What follows belongs to an exercise in optimizing a design on an open flow for small area, a short achievable clock period and few clock cycles; a production flow would make more cautious choices. Where RTL was checked, it was by simulation tests only, not by an equivalence proof against the original.

==> inputs of amber <==
// arc_detector
module arc_detector (
    input  wire        clk,
    input  wire        rst,         
    input  wire [14:0] depth,       
    input  wire [14:0] alpha,       
    input  wire [14:0] floor_q,     
    input  wire [5:0]  confirm,     
    input  wire [15:0] holdoff,     
    input  wire [7:0]  limit,       
    input  wire [15:0] learn,       
    input  wire        latch_in,    
    input  wire        s_valid,
    input  wire [15:0] s_data,      
    input  wire        s_clr,       
    output wire        s_ready,
    output reg         r_valid,
    output reg         r_evt,       
    output reg         r_inh,       
    output reg         r_latch,     
    output reg  [31:0] r_arcs       
);
Settings: LEC_CHECK=0, CAP_MARGIN=20, CORE_MARGIN=2, CORE_UTILIZATION=40, SLEW_MARGIN=20; clock period 14.0 ns.
run.sh (not shown) runs the stock make flow with config.mk's settings and CLKGATE_MAP_FILE= SYNTH_SCRIPT=/design/flow/synth_recipe.tcl, a recipe that flattens the netlist after the stock synthesis.
==> yarrow: changes against amber <==
--- a/flow/design.v
+++ b/flow/design.v
@@ -38,13 +38,22 @@
     reg               m_hold, m_learn;
     reg        [10:0] poll;
     wire signed [24:0] bq = b[39:15];
     wire [23:0] bq_u = b[38:15];
     wire above_floor = ~b[39] & ((b[38:30] != 9'd0) | (b[29:15] >= floor_q));
-    wire signed [25:0] diff = x - bq;
-    wire [15:0] s = (diff[25:15] == 11'h000 || diff[25:15] == 11'h7FF) ? diff[15:0] :
-                    (diff[25] ? 16'h8000 : 16'h7FFF);
+    wire [15:0] d16 = x - b[30:15];
+    wire borrow = (x[14:0] < b[29:15]);
+    wire [9:0] bh = b[39:30];
+    wire bh_0  = (bh == 10'h000);
+    wire bh_1  = (bh == 10'h001);
+    wire bh_m1 = (bh == 10'h3FF);
+    wire bh_m2 = (bh == 10'h3FE);
+    wire t_0  = x[15] ? bh_m1 : bh_0;
+    wire t_p1 = x[15] ? bh_0  : bh_1;
+    wire t_m1 = x[15] ? bh_m2 : bh_m1;
+    wire in_range = t_0 | (t_p1 & ~borrow) | (t_m1 & borrow);
+    wire [15:0] s = in_range ? d16 : {~b[39], {15{b[39]}}};
     wire ba_one0 = alpha_r[0] ^ 1'b0;
     wire ba_two0 = (alpha_r[1] & ~alpha_r[0] & ~1'b0) | (~alpha_r[1] & alpha_r[0] & 1'b0);
     wire ba_neg0 = alpha_r[1];
     wire ba_one1 = alpha_r[2] ^ alpha_r[1];
     wire ba_two1 = (alpha_r[3] & ~alpha_r[2] & ~alpha_r[1]) | (~alpha_r[3] & alpha_r[2] & alpha_r[1]);
==> flow/flow/run.sh (new file) <==
#!/bin/bash
# The standard layout, with timing repair asked to leave setup slack so that
# the design runs well below the fixed clock period.
set -euo pipefail
bash standard.sh SETUP_SLACK_MARGIN=7 finish > standard.log 2>&1
==> flow/standard.sh (new file) <==
#!/bin/bash
# synth_recipe.tcl (not shown) runs the flow's synth.tcl, then flattens the netlist and writes it again
# the make line also repeats each setting of config.mk as NAME=value (left out here)
make -C /OpenROAD-flow-scripts/flow DESIGN_CONFIG=/design/flow/config.mk WORK_HOME=/design/flow/orfs CLKGATE_MAP_FILE= SYNTH_SCRIPT=/design/flow/synth_recipe.tcl "${@:-finish}"
removed: flow/run.sh
==> juniper: changes against amber <==
--- a/flow/design.v
+++ b/flow/design.v
@@ -38,13 +38,22 @@
     reg               m_hold, m_learn;
     reg        [10:0] poll;
     wire signed [24:0] bq = b[39:15];
     wire [23:0] bq_u = b[38:15];
     wire above_floor = ~b[39] & ((b[38:30] != 9'd0) | (b[29:15] >= floor_q));
-    wire signed [25:0] diff = x - bq;
-    wire [15:0] s = (diff[25:15] == 11'h000 || diff[25:15] == 11'h7FF) ? diff[15:0] :
-                    (diff[25] ? 16'h8000 : 16'h7FFF);
+    wire [15:0] d16 = x - b[30:15];
+    wire borrow = (x[14:0] < b[29:15]);
+    wire [9:0] bh = b[39:30];
+    wire bh_0  = (bh == 10'h000);
+    wire bh_1  = (bh == 10'h001);
+    wire bh_m1 = (bh == 10'h3FF);
+    wire bh_m2 = (bh == 10'h3FE);
+    wire t_0  = x[15] ? bh_m1 : bh_0;
+    wire t_p1 = x[15] ? bh_0  : bh_1;
+    wire t_m1 = x[15] ? bh_m2 : bh_m1;
+    wire in_range = t_0 | (t_p1 & ~borrow) | (t_m1 & borrow);
+    wire [15:0] s = in_range ? d16 : {~b[39], {15{b[39]}}};
     wire ba_one0 = alpha_r[0] ^ 1'b0;
     wire ba_two0 = (alpha_r[1] & ~alpha_r[0] & ~1'b0) | (~alpha_r[1] & alpha_r[0] & 1'b0);
     wire ba_neg0 = alpha_r[1];
     wire ba_one1 = alpha_r[2] ^ alpha_r[1];
     wire ba_two1 = (alpha_r[3] & ~alpha_r[2] & ~alpha_r[1]) | (~alpha_r[3] & alpha_r[2] & alpha_r[1]);
==> notes <==
Hold slack: amber < juniper < yarrow. The lowest fmax belongs to amber, the highest to yarrow. amber ran to the end with no violations. yarrow completed without violations. juniper completed with no timing, DRC or antenna violations. First-iteration DRC count: yarrow > juniper > amber. In amber the global-route usage is higher than in juniper, by 2.2 points. Worst setup slack, lowest first: amber, juniper, yarrow. Final cell count: juniper < yarrow < amber. Between yarrow and amber, the lower synthesized cell count is in yarrow (gap 5.4%, measured against amber). Synthesized area is the same in yarrow and juniper.
Testbench counts of yarrow, summed over its fixed seeds: cycles 192,016.
Testbench counts of juniper, summed over its fixed seeds: cycles 192,016.
No functional check of the RTL was part of amber.

[static timing again, ports no longer ideal]
Ports are ideal in the flow. The routed layouts listed here were re-timed in OpenROAD. Step 1 assumes that a clkbuf_16 drives the clock port and a buf_2 every other input. Step 2 adds t to the input delays and takes it off the output delays; t is the mean of the earliest and latest rising clock arrival at the registers after step 1. Input paths then give back, and output paths get back, about the clock's delay inside the block. a / b / c = no drivers / after step 1 / after step 2; a / b = the first two.
run	shift t [ns]	setup WS [ns]	worst setup path at the end	slew at the worst register clock pin (ns)	worst slew at a driven data input, ns
amber	0.560	3.198 / 3.198 / 3.198	register to register	0.09 / 0.09	0.06
yarrow	0.560	6.324 / 6.324 / 6.324	register to register	0.09 / 0.09	0.10
juniper	0.560	4.100 / 4.100 / 4.100	register to register	0.10 / 0.10	0.09
After both steps every run listed still meets setup and hold.
